From an optimization exercise on the open Yosys and OpenROAD flow, aimed at small area, a short achievable clock period and few clock cycles; shortcuts taken in it are not production practice. RTL that was checked went through simulation tests only; none was proved equivalent to the original.

==> inputs of trial 42 <==
## flush_dot4
module flush_dot4 (
    input  wire        clk,
    input  wire        rst,
    input  wire        in_valid,
    output wire        in_ready,
    input  wire        in_clear,
    input  wire        in_read,
    input  wire [7:0]  in_level,
    input  wire [3:0]  in_fmt_a,
    input  wire [3:0]  in_fmt_b,
    input  wire [3:0]  in_en,
    input  wire [31:0] in_a,
    input  wire [31:0] in_b,
    output reg         out_valid,
    output wire [95:0] out_acc,
    output wire [1:0]  out_tag,
    output wire        out_inexact
);
    localparam [1:0] NUM = 2'd0, PINF = 2'd1, NINF = 2'd2, NAN = 2'd3;
    assign in_ready = 1'b1;
    function [5:0] fhot(input [3:0] f);     
        fhot = {f == 4'h6, f == 4'h5, f == 4'h4, f == 4'h3, f == 4'h1, f == 4'h0};
    endfunction
    reg        r0_clear, r0_read;
    reg [3:0]  r0_en;
    reg [7:0]  r0_level;
    reg [5:0]  r0_fa, r0_fb;      
    reg [31:0] r0_a, r0_b;
    wire       take = in_valid & ~rst;
    always @(posedge clk) begin
        r0_clear <= take & in_clear;
        r0_read  <= take & in_read;
        r0_en    <= {4{take}} & in_en;
        r0_level <= in_level;
        r0_fa    <= fhot(in_fmt_a);
        r0_fb    <= fhot(in_fmt_b);
        r0_a     <= in_a;
  ...
Settings: LEC_CHECK=0, ABC_CLOCK_PERIOD_IN_PS=7000, CAP_MARGIN=20, CELL_PAD_IN_SITES_DETAIL_PLACEMENT=2, CELL_PAD_IN_SITES_GLOBAL_PLACEMENT=4, CORE_MARGIN=2, CORE_UTILIZATION=30, PLACE_DENSITY=0.45, SLEW_MARGIN=20; clock period 30.0 ns.
standard.sh (not shown) runs the stock make flow with config.mk's settings and CLKGATE_MAP_FILE= SYNTH_SCRIPT=/design/flow/synth_recipe.tcl, a recipe that flattens the netlist after the stock synthesis.
==> flow/flow/run.sh <==
#!/bin/bash
# The standard layout (standard.sh: ORFS synthesis through finish), with
# two changes: repair_timing aims for 22.7 ns of setup slack, and buffer_ports gives each input and output port a
# sky130_fd_sc_hd__buf_4 instead of the cell it picks by default.
# The full output of the ORFS run goes to standard.log here; ORFS keeps each
# step's own log under orfs/logs/.
set -euo pipefail
bash standard.sh "BUFFER_PORTS_ARGS=-buffer_cell sky130_fd_sc_hd__buf_4" SETUP_SLACK_MARGIN=22.7 finish > standard.log 2>&1
==> build 22: changes against trial 42 <==
--- a/flow/design.v
+++ b/flow/design.v
@@ -93,19 +93,20 @@
     input  wire [6:0]  hth,      
     input  wire        gz,       
     output wire [69:0] z,
     output wire        ovf       
 );
     wire [14:0] xm = q[14:0] ^ {15{q[15]}};
-    reg  [3:0]  bln;
-    integer j;
-    always @* begin
-        bln = 4'd0;
-        for (j = 0; j < 15; j = j + 1)
-            if (xm[j]) bln = j + 1;
-    end
+    wire [15:0] xb = {xm, 1'b1};
+    wire        i3 = |xb[15:8];
+    wire [7:0]  y3 = i3 ? xb[15:8] : xb[7:0];
+    wire        i2 = |y3[7:4];
+    wire [3:0]  y2 = i2 ? y3[7:4] : y3[3:0];
+    wire        i1 = |y2[3:2];
+    wire [1:0]  y1 = i1 ? y2[3:2] : y2[1:0];
+    wire [3:0]  bln = {i3, i2, i1, y1[1]};
     wire       nz  = (tz != 4'd15);
     wire       pw  = ~q[15] & (bln == tz + 4'd1);
     wire [6:0] tot = {3'd0, bln} + {1'b0, w};
     assign ovf = nz & (gz | (tot > hth) | ((tot == hth) & ~pw));
     wire [16:0] x1 = w[0] ? {q, 1'b0}   : {q[15], q};
     wire [18:0] x2 = w[1] ? {x1, 2'b0}  : {{2{x1[16]}}, x1};
@@ -337,29 +338,29 @@
     reg [95:0] acc;
     reg [1:0]  acc_tag;
     reg        acc_inx;
     reg        rst_d1, rst_d2, rst_d3, rst_d4;
     wire       kill = rst_d1 | rst_d2 | rst_d3 | rst_d4;
     wire [95:0] sx   = {{24{r3_s[71]}}, r3_s};
-    wire [95:0] term = r3_gz ? 96'd0 : (sx << {r3_g, 2'b00});
-    wire [95:0] base = r3_clear ? 96'd0 : acc;
+    wire [95:0] term = (r3_gz | kill) ? 96'd0 : (sx << {r3_g, 2'b00});
+    wire [95:0] base = (r3_clear | kill) ? 96'd0 : acc;
     wire [95:0] nacc;
-    flush_add #(96) u_add1 (.a(base), .b(term), .cin(r3_c3), .s(nacc));
+    flush_add #(96) u_add1 (.a(base), .b(term), .cin(r3_c3 & ~kill), .s(nacc));
     wire [1:0] btag = r3_clear ? NUM : acc_tag;
     wire any_nan  = (btag == NAN)  | r3_nan;
     wire any_pinf = (btag == PINF) | r3_pinf;
     wire any_ninf = (btag == NINF) | r3_ninf;
     wire [1:0] ntag = (any_nan | (any_pinf & any_ninf)) ? NAN :
                       any_pinf ? PINF : any_ninf ? NINF : NUM;
     wire ninx = (~r3_clear & acc_inx) | r3_inx;
     always @(posedge clk) begin
         rst_d1    <= rst;
         rst_d2    <= rst_d1;
         rst_d3    <= rst_d2;
         rst_d4    <= rst_d3;
-        acc       <= kill ? 96'd0 : nacc;
+        acc       <= nacc;
         acc_tag   <= kill ? NUM : ntag;
         acc_inx   <= ~kill & ninx;
         out_valid <= ~rst & ~kill & r3_read;
     end
     assign out_acc     = acc;
     assign out_tag     = acc_tag;
==> flow/flow/run.sh (replaced) <==
#!/bin/bash
# The standard layout (standard.sh: ORFS synthesis through finish), with
# two changes: repair_timing aims for 22.8 ns of setup slack, and buffer_ports gives each input and output port a
# sky130_fd_sc_hd__buf_4 instead of the cell it picks by default.
# The full output of the ORFS run goes to standard.log here; ORFS keeps each
# step's own log under orfs/logs/.
set -euo pipefail
bash standard.sh "BUFFER_PORTS_ARGS=-buffer_cell sky130_fd_sc_hd__buf_4" SETUP_SLACK_MARGIN=22.8 finish > standard.log 2>&1
Settings changed: CELL_PAD_IN_SITES_DETAIL_PLACEMENT 2 to 1, CELL_PAD_IN_SITES_GLOBAL_PLACEMENT 4 to 2, CORE_UTILIZATION 30 to 50, PLACE_DENSITY 0.45 to 0.62.
==> metrics.md <==
| Metric | Value |
|---|---|
| Via-per-instance ratio | 5.22 |
| F_max | 138 MHz |
| Rel. slew slack | 0.243 |
| Min-delay src | r2_clear |
| Post-Place Setup Slack | 21.93 ns |
| Syn Nets | 7,438 |
| Later-pin clock latency in the skew report | 0.72 ns |
| Outcome | no timing/DRC/antenna violations |
Source of the figures above: trial 42

==> metrics.md <==
| Metric | Value |
|---|---|
| Outcome | no timing/DRC/antenna violations |
| Mapped Area | 52,600 um^2 |
| Syn Nets | 7,425 |
| Ports | 190 |
| F_max | 139 MHz |
| Signal buf overhead | 0.0334 |
| Async S/R FF share, synth | 0 |
| Via-per-instance ratio | 6.09 |
| Later-pin clock latency in the skew report | 0.71 ns |
| Rel. slew slack | 0.249 |
| Die area | 108,000 um^2 |
| Min-delay src | r1_pinf |
Source of the figures above: build 22

Testbench counts of trial 42, summed over its fixed seeds: cycles 12,040.
For build 22, only the layout was checked, not whether the RTL still works.

* * *

==> inputs of try-violet <==
Another version of the RTL of flush_dot4 (not shown whole).
Design flush_dot4, start of the top module:
module flush_dot4 (
    input  wire        clk,
    input  wire        rst,
    input  wire        in_valid,
    output wire        in_ready,
    input  wire        in_clear,
    input  wire        in_read,
    input  wire [7:0]  in_level,
    input  wire [3:0]  in_fmt_a,
    input  wire [3:0]  in_fmt_b,
    input  wire [3:0]  in_en,
    input  wire [31:0] in_a,
    input  wire [31:0] in_b,
    output reg         out_valid,
    output wire [95:0] out_acc,
    output wire [1:0]  out_tag,
    output wire        out_inexact
);
export LEC_CHECK = 0
export ABC_CLOCK_PERIOD_IN_PS = 7000
export CAP_MARGIN = 20
export CELL_PAD_IN_SITES_DETAIL_PLACEMENT = 2
export CELL_PAD_IN_SITES_GLOBAL_PLACEMENT = 4
export CORE_MARGIN = 2
export CORE_UTILIZATION = 30
export PLACE_DENSITY = 0.45
export SLEW_MARGIN = 20
create_clock -name core_clock -period 30.0 [get_ports {clk}]
==> flow/flow/run.sh <==
#!/bin/bash
# The standard layout (standard.sh: ORFS synthesis through finish), with
# one change: ORFS's buffer_ports gives each input and output port a
# sky130_fd_sc_hd__buf_4 instead of the cell it picks by default.
# The full output of the ORFS run goes to standard.log here; ORFS keeps each
# step's own log under orfs/logs/.
set -euo pipefail
bash standard.sh "BUFFER_PORTS_ARGS=-buffer_cell sky130_fd_sc_hd__buf_4" finish > standard.log 2>&1
==> try-garnet (differences from try-violet) <==
--- a/flow/design.v
+++ b/flow/design.v
@@ -25,16 +25,13 @@
 module flush_term (
     input  wire [5:0]        fh_a,     
     input  wire [5:0]        fh_b,
     input  wire [7:0]        a,
     input  wire [7:0]        b,
     input  wire              en,
-    input  wire [9:0]        bs,       
-    input  wire [9:0]        bc,
-    input  wire [1:0]        b_lo,     
-    input  wire              b_neg,    
+    input  wire [7:0]        bx,       
     output wire [7:0]        sa,       
     output wire [7:0]        sb,
     output wire              neg,      
     output wire [5:0]        amt,      
     output wire [3:0]        tz,       
     output wire              is_nan,
@@ -58,21 +55,19 @@
     assign is_pinf = en & ~nan & inf & ~sgn;
     assign is_ninf = en & ~nan & inf &  sgn;
     assign sa      = num ? sva : 8'd0;
     assign sb      = svb;
     wire [3:0] tzs = {1'b0, tza} + {1'b0, tzb};
     assign tz = nz ? tzs : 4'd15;
-    wire [9:0] sh, s1, c1, s2, c2;
-    flush_csa #(10) u_shc (.x(bs), .y(bc), .z({5'd0, ea}), .s(s1), .c(c1));
-    flush_csa #(10) u_shd (.x(s1), .y(c1), .z({5'd0, eb}), .s(s2), .c(c2));
-    flush_add #(10) u_sha (.a(s2), .b(c2), .cin(1'b0), .s(sh));
-    wire [6:0] tb = {2'b0, ea} + {2'b0, eb} + {5'd0, b_lo};        
-    wire [9:0] n1 = ~sh;                                           
-    wire [3:0] rm1 = (n1[9:4] != 6'd0) ? 4'd15 : n1[3:0];
-    assign neg     = sh[9];
-    assign amt     = neg ? {2'b00, rm1} : b_neg ? sh[5:0] : tb[5:0];
+    wire [7:0] ts, tc, t;
+    flush_csa #(8) u_tc (.x({3'd0, ea}), .y({3'd0, eb}), .z(bx), .s(ts), .c(tc));
+    flush_add #(8) u_ta (.a(ts), .b(tc), .cin(1'b0), .s(t));
+    wire [7:0] n1 = ~t;                                            
+    wire [3:0] rm1 = (n1[7:4] != 4'd0) ? 4'd15 : n1[3:0];
+    assign neg     = t[7];
+    assign amt     = neg ? {2'b00, rm1} : t[5:0];
 endmodule
 module flush_prod (
     input  wire [7:0]  sa,
     input  wire [7:0]  sb,
     input  wire        neg,
     input  wire [5:0]  amt,
@@ -98,19 +93,20 @@
     input  wire [6:0]  hth,      
     input  wire        gz,       
     output wire [69:0] z,
     output wire        ovf       
 );
     wire [14:0] xm = q[14:0] ^ {15{q[15]}};
-    reg  [3:0]  bln;
-    integer j;
-    always @* begin
-        bln = 4'd0;
-        for (j = 0; j < 15; j = j + 1)
-            if (xm[j]) bln = j + 1;
-    end
+    wire [15:0] xb = {xm, 1'b1};
+    wire        i3 = |xb[15:8];
+    wire [7:0]  y3 = i3 ? xb[15:8] : xb[7:0];
+    wire        i2 = |y3[7:4];
+    wire [3:0]  y2 = i2 ? y3[7:4] : y3[3:0];
+    wire        i1 = |y2[3:2];
+    wire [1:0]  y1 = i1 ? y2[3:2] : y2[1:0];
+    wire [3:0]  bln = {i3, i2, i1, y1[1]};
     wire       nz  = (tz != 4'd15);
     wire       pw  = ~q[15] & (bln == tz + 4'd1);
     wire [6:0] tot = {3'd0, bln} + {1'b0, w};
     assign ovf = nz & (gz | (tot > hth) | ((tot == hth) & ~pw));
     wire [16:0] x1 = w[0] ? {q, 1'b0}   : {q[15], q};
     wire [18:0] x2 = w[1] ? {x1, 2'b0}  : {{2{x1[16]}}, x1};
@@ -222,12 +218,13 @@
         r0_b     <= in_b;
     end
     wire [4:0] na = {r0_fa[3], r0_fa[2], r0_fa[4] | r0_fa[5], r0_fa[2], r0_fa[3] | r0_fa[5]};
     wire [4:0] nb = {r0_fb[3], r0_fb[2], r0_fb[4] | r0_fb[5], r0_fb[2], r0_fb[3] | r0_fb[5]};
     wire [9:0] lx = {{2{r0_level[7]}}, r0_level};
     wire [9:0] bs0, bc0, bs, bc, bsh;
+    wire [7:0] bx = bsh[9] ? bsh[7:0] : {6'd0, bsh[1:0]};
     flush_csa #(10) u_b0 (.x(~{5'd0, na}), .y(~{5'd0, nb}), .z(~lx), .s(bs0), .c(bc0));
     flush_csa #(10) u_b1 (.x(bs0), .y(bc0), .z(10'd51), .s(bs), .c(bc));
     flush_add #(10) u_b2 (.a(bs), .b(bc), .cin(1'b0), .s(bsh));
     wire [7:0] t_sa [0:3];
     wire [7:0] t_sb [0:3];
     wire [5:0] t_amt [0:3];
@@ -236,46 +233,42 @@
     genvar i;
     generate
         for (i = 0; i < 4; i = i + 1) begin : lane
             flush_term u_term (
                 .fh_a(r0_fa), .fh_b(r0_fb),
                 .a(r0_a[8*i +: 8]), .b(r0_b[8*i +: 8]),
-                .en(r0_en[i]), .bs(bs), .bc(bc),
-                .b_lo(bsh[1:0]), .b_neg(bsh[9]),
+                .en(r0_en[i]), .bx(bx),
                 .sa(t_sa[i]), .sb(t_sb[i]), .neg(t_neg[i]), .amt(t_amt[i]),
                 .tz(t_tz[i]),
                 .is_nan(t_nan[i]), .is_pinf(t_pinf[i]), .is_ninf(t_ninf[i])
             );
         end
     endgenerate
     reg [7:0] r1_sa [0:3];
     reg [7:0] r1_sb [0:3];
     reg [5:0] r1_amt [0:3];
     reg [3:0] r1_tz [0:3];
     reg [3:0] r1_neg;
     reg [4:0] r1_g;              
-    reg [6:0] r1_h;
     reg       r1_gz;             
-    reg       r1_clear, r1_read, r1_nan, r1_pinf, r1_ninf;
+    reg       r1_clear, r1_read;
+    reg [1:0] r1_tag;            
     integer k;
     always @(posedge clk) begin
         for (k = 0; k < 4; k = k + 1) begin
             r1_sa[k]  <= t_sa[k];
             r1_sb[k]  <= t_sb[k];
             r1_amt[k] <= t_amt[k];
             r1_tz[k]  <= t_tz[k];
         end
         r1_neg    <= t_neg;
         r1_g      <= bsh[9] ? 5'd0 : bsh[6:2];
-        r1_h      <= bsh[9] ? 7'd127 : {5'd24 - bsh[6:2], 2'b00};
         r1_gz     <= ~bsh[9] & (bsh[8:0] >= 9'd96);
         r1_clear  <= r0_clear;
         r1_read   <= r0_read;
-        r1_nan    <= |t_nan;
-        r1_pinf   <= |t_pinf;
-        r1_ninf   <= |t_ninf;
+        r1_tag    <= {|(t_nan | t_ninf), |(t_nan | t_pinf)};
     end
     wire [15:0] t_q [0:3];
     wire [5:0]  t_w [0:3];
     wire [3:0]  t_ru, t_inx;
     generate
         for (i = 0; i < 4; i = i + 1) begin : lane2
@@ -287,37 +280,35 @@
         end
     endgenerate
     reg [15:0] r2_q [0:3];
     reg [5:0]  r2_w [0:3];
     reg [3:0]  r2_ru;
     reg [3:0]  r2_tz [0:3];
-    reg [6:0]  r2_h;             
     reg [4:0]  r2_g;
-    reg        r2_gz, r2_clear, r2_read, r2_inx, r2_nan, r2_pinf, r2_ninf;
+    reg        r2_gz, r2_clear, r2_read, r2_inx;
+    reg [1:0]  r2_tag;
     always @(posedge clk) begin
         for (k = 0; k < 4; k = k + 1) begin
             r2_q[k] <= t_q[k];
             r2_w[k] <= t_w[k];
             r2_tz[k] <= r1_tz[k];
         end
         r2_ru    <= t_ru;
         r2_g     <= r1_g;
-        r2_h     <= r1_h;
         r2_gz    <= r1_gz;
         r2_clear <= r1_clear;
         r2_read  <= r1_read;
         r2_inx   <= |t_inx;
-        r2_nan   <= r1_nan;
-        r2_pinf  <= r1_pinf;
-        r2_ninf  <= r1_ninf;
+        r2_tag   <= r1_tag;
     end
     wire [69:0] z [0:3];
     wire [3:0]  ovf;
+    wire [6:0]  hth = {5'd24 - r2_g, 2'b00};       
     generate
         for (i = 0; i < 4; i = i + 1) begin : lane3
-            flush_lane u_lane (.q(r2_q[i]), .w(r2_w[i]), .tz(r2_tz[i]), .hth(r2_h), .gz(r2_gz),
+            flush_lane u_lane (.q(r2_q[i]), .w(r2_w[i]), .tz(r2_tz[i]), .hth(hth), .gz(r2_gz),
                                .z(z[i]), .ovf(ovf[i]));
         end
     endgenerate
     wire [71:0] z0 = {{2{z[0][69]}}, z[0]};
     wire [71:0] z1 = {{2{z[1][69]}}, z[1]};
     wire [71:0] z2 = {{2{z[2][69]}}, z[2]};
@@ -326,49 +317,45 @@
     flush_csa #(72) u_csa0 (z0, z1, z2, s0, c0);
     flush_csa #(72) u_csa1 (s0, {c0[71:1], r2_ru[0]}, z3, s1, c1);
     flush_add #(72) u_add0 (.a(s1), .b({c1[71:1], r2_ru[1]}), .cin(r2_ru[2]), .s(ssum));
     reg [71:0] r3_s;
     reg [4:0]  r3_g;
     reg        r3_gz, r3_c3;
-    reg        r3_clear, r3_read, r3_inx, r3_nan, r3_pinf, r3_ninf;
+    reg        r3_clear, r3_read, r3_inx;
+    reg [1:0]  r3_tag;
     always @(posedge clk) begin
         r3_s     <= ssum;
         r3_g     <= r2_g;
         r3_gz    <= r2_gz;
         r3_c3    <= r2_ru[3];
         r3_clear <= r2_clear;
         r3_read  <= r2_read;
         r3_inx   <= r2_inx | (|ovf);
-        r3_nan   <= r2_nan;
-        r3_pinf  <= r2_pinf;
-        r3_ninf  <= r2_ninf;
+        r3_tag   <= r2_tag;
     end
     reg [95:0] acc;
     reg [1:0]  acc_tag;
     reg        acc_inx;
-    reg        rst_d1, rst_d2, rst_d3;
-    wire       kill = rst | rst_d1 | rst_d2 | rst_d3;
+    reg        rst_d1, rst_d2, rst_d3, rst_d4;
+    wire       kill = rst_d1 | rst_d2 | rst_d3 | rst_d4;
     wire [95:0] sx   = {{24{r3_s[71]}}, r3_s};
-    wire [95:0] term = r3_gz ? 96'd0 : (sx << {r3_g, 2'b00});
-    wire [95:0] base = r3_clear ? 96'd0 : acc;
+    wire [95:0] term = (r3_gz | kill) ? 96'd0 : (sx << {r3_g, 2'b00});
+    wire [95:0] base = (r3_clear | kill) ? 96'd0 : acc;
     wire [95:0] nacc;
-    flush_add #(96) u_add1 (.a(base), .b(term), .cin(r3_c3), .s(nacc));
+    flush_add #(96) u_add1 (.a(base), .b(term), .cin(r3_c3 & ~kill), .s(nacc));
     wire [1:0] btag = r3_clear ? NUM : acc_tag;
-    wire any_nan  = (btag == NAN)  | r3_nan;
-    wire any_pinf = (btag == PINF) | r3_pinf;
-    wire any_ninf = (btag == NINF) | r3_ninf;
-    wire [1:0] ntag = (any_nan | (any_pinf & any_ninf)) ? NAN :
-                      any_pinf ? PINF : any_ninf ? NINF : NUM;
+    wire [1:0] ntag = btag | r3_tag;
     wire ninx = (~r3_clear & acc_inx) | r3_inx;
     always @(posedge clk) begin
         rst_d1    <= rst;
         rst_d2    <= rst_d1;
         rst_d3    <= rst_d2;
-        acc       <= kill ? 96'd0 : nacc;
+        rst_d4    <= rst_d3;
+        acc       <= nacc;
         acc_tag   <= kill ? NUM : ntag;
         acc_inx   <= ~kill & ninx;
-        out_valid <= ~kill & r3_read;
+        out_valid <= ~rst & ~kill & r3_read;
     end
     assign out_acc     = acc;
     assign out_tag     = acc_tag;
     assign out_inexact = acc_inx;
 endmodule
==> flow/flow/run.sh (replaced) <==
#!/bin/bash
# The standard layout (standard.sh: ORFS synthesis through finish), with
# two changes: repair_timing aims for 22.8 ns of setup slack, and buffer_ports gives each input and output port a
# sky130_fd_sc_hd__buf_4 instead of the cell it picks by default.
# The full output of the ORFS run goes to standard.log here; ORFS keeps each
# step's own log under orfs/logs/.
set -euo pipefail
bash standard.sh "BUFFER_PORTS_ARGS=-buffer_cell sky130_fd_sc_hd__buf_4" SETUP_SLACK_MARGIN=22.8 finish > standard.log 2>&1
==> try-willow (differences from try-violet) <==
==> flow/flow/run.sh (replaced) <==
#!/bin/bash
# The standard layout (standard.sh: ORFS synthesis through finish), with
# two changes: repair_timing aims for 22.6 ns of setup slack, and buffer_ports gives each input and output port a
# sky130_fd_sc_hd__buf_4 instead of the cell it picks by default.
# The full output of the ORFS run goes to standard.log here; ORFS keeps each
# step's own log under orfs/logs/.
set -euo pipefail
bash standard.sh "BUFFER_PORTS_ARGS=-buffer_cell sky130_fd_sc_hd__buf_4" SETUP_SLACK_MARGIN=22.6 finish > standard.log 2>&1
==> comparison <==
- Against try-garnet, the register-to-register slack of try-willow is lower by 0.26 ns.
- First-iteration DRC count: try-garnet > try-violet > try-willow.
- Against try-garnet, the area after synthesis of try-violet is higher by about 3.4%.
- The highest global-route usage belongs to try-garnet, the lowest to try-violet.
Testbench counts of try-violet, summed over its fixed seeds: cycles 12,040.
Testbench counts of try-garnet, summed over its fixed seeds: cycles 12,040.
Testbench counts of try-willow, summed over its fixed seeds: cycles 12,040.

-- static timing again, ports no longer ideal --
How much do the figures lean on ideal ports? The routed layouts below were timed once more, with nothing changed but the port constraints.
Step 1 (the two cells are an assumption about what drives the block):
set clk [get_ports {clk}]
set_driving_cell -lib_cell sky130_fd_sc_hd__clkbuf_16 $clk
set_driving_cell -lib_cell sky130_fd_sc_hd__buf_2 [delete_from_list [all_inputs] $clk]
Step 2, shift: input delay + t, output delay - t, t = (earliest + latest rising clock arrival at the registers) / 2. This alone moves slack from input paths to output paths.
a / b / c = no drivers / after step 1 / after step 2; a / b = the first two.
| run | shift t [ns] | slack for setup (ns) | worst hold slack (ns) | worst setup path after step 2 | slew at the worst register clock pin (ns) |
|---|---|---|---|---|---|
| trial 42 | 0.784 | 22.765 / 22.679 / 23.021 | 0.324 / 0.324 / 0.324 | register to register | 0.07 / 0.07 |
| build 22 | 0.753 | 22.825 / 22.749 / 22.852 | 0.322 / 0.322 / 0.322 | register to register | 0.07 / 0.07 |
| try-violet | 0.766 | 22.084 / 22.084 / 22.084 | 0.325 / 0.325 / 0.325 | register to register | 0.06 / 0.06 |
| try-garnet | 0.775 | 22.814 / 22.729 / 23.064 | 0.326 / 0.326 / 0.326 | register to register | 0.08 / 0.08 |
| try-willow | 0.766 | 22.690 / 22.605 / 22.334 | 0.325 / 0.325 / 0.325 | input to register | 0.06 / 0.06 |
After both steps every run listed still meets setup and hold. For try-willow, which loses most, drivers alone change the setup slack by -0.085 ns; drivers and shift together by -0.356 ns.
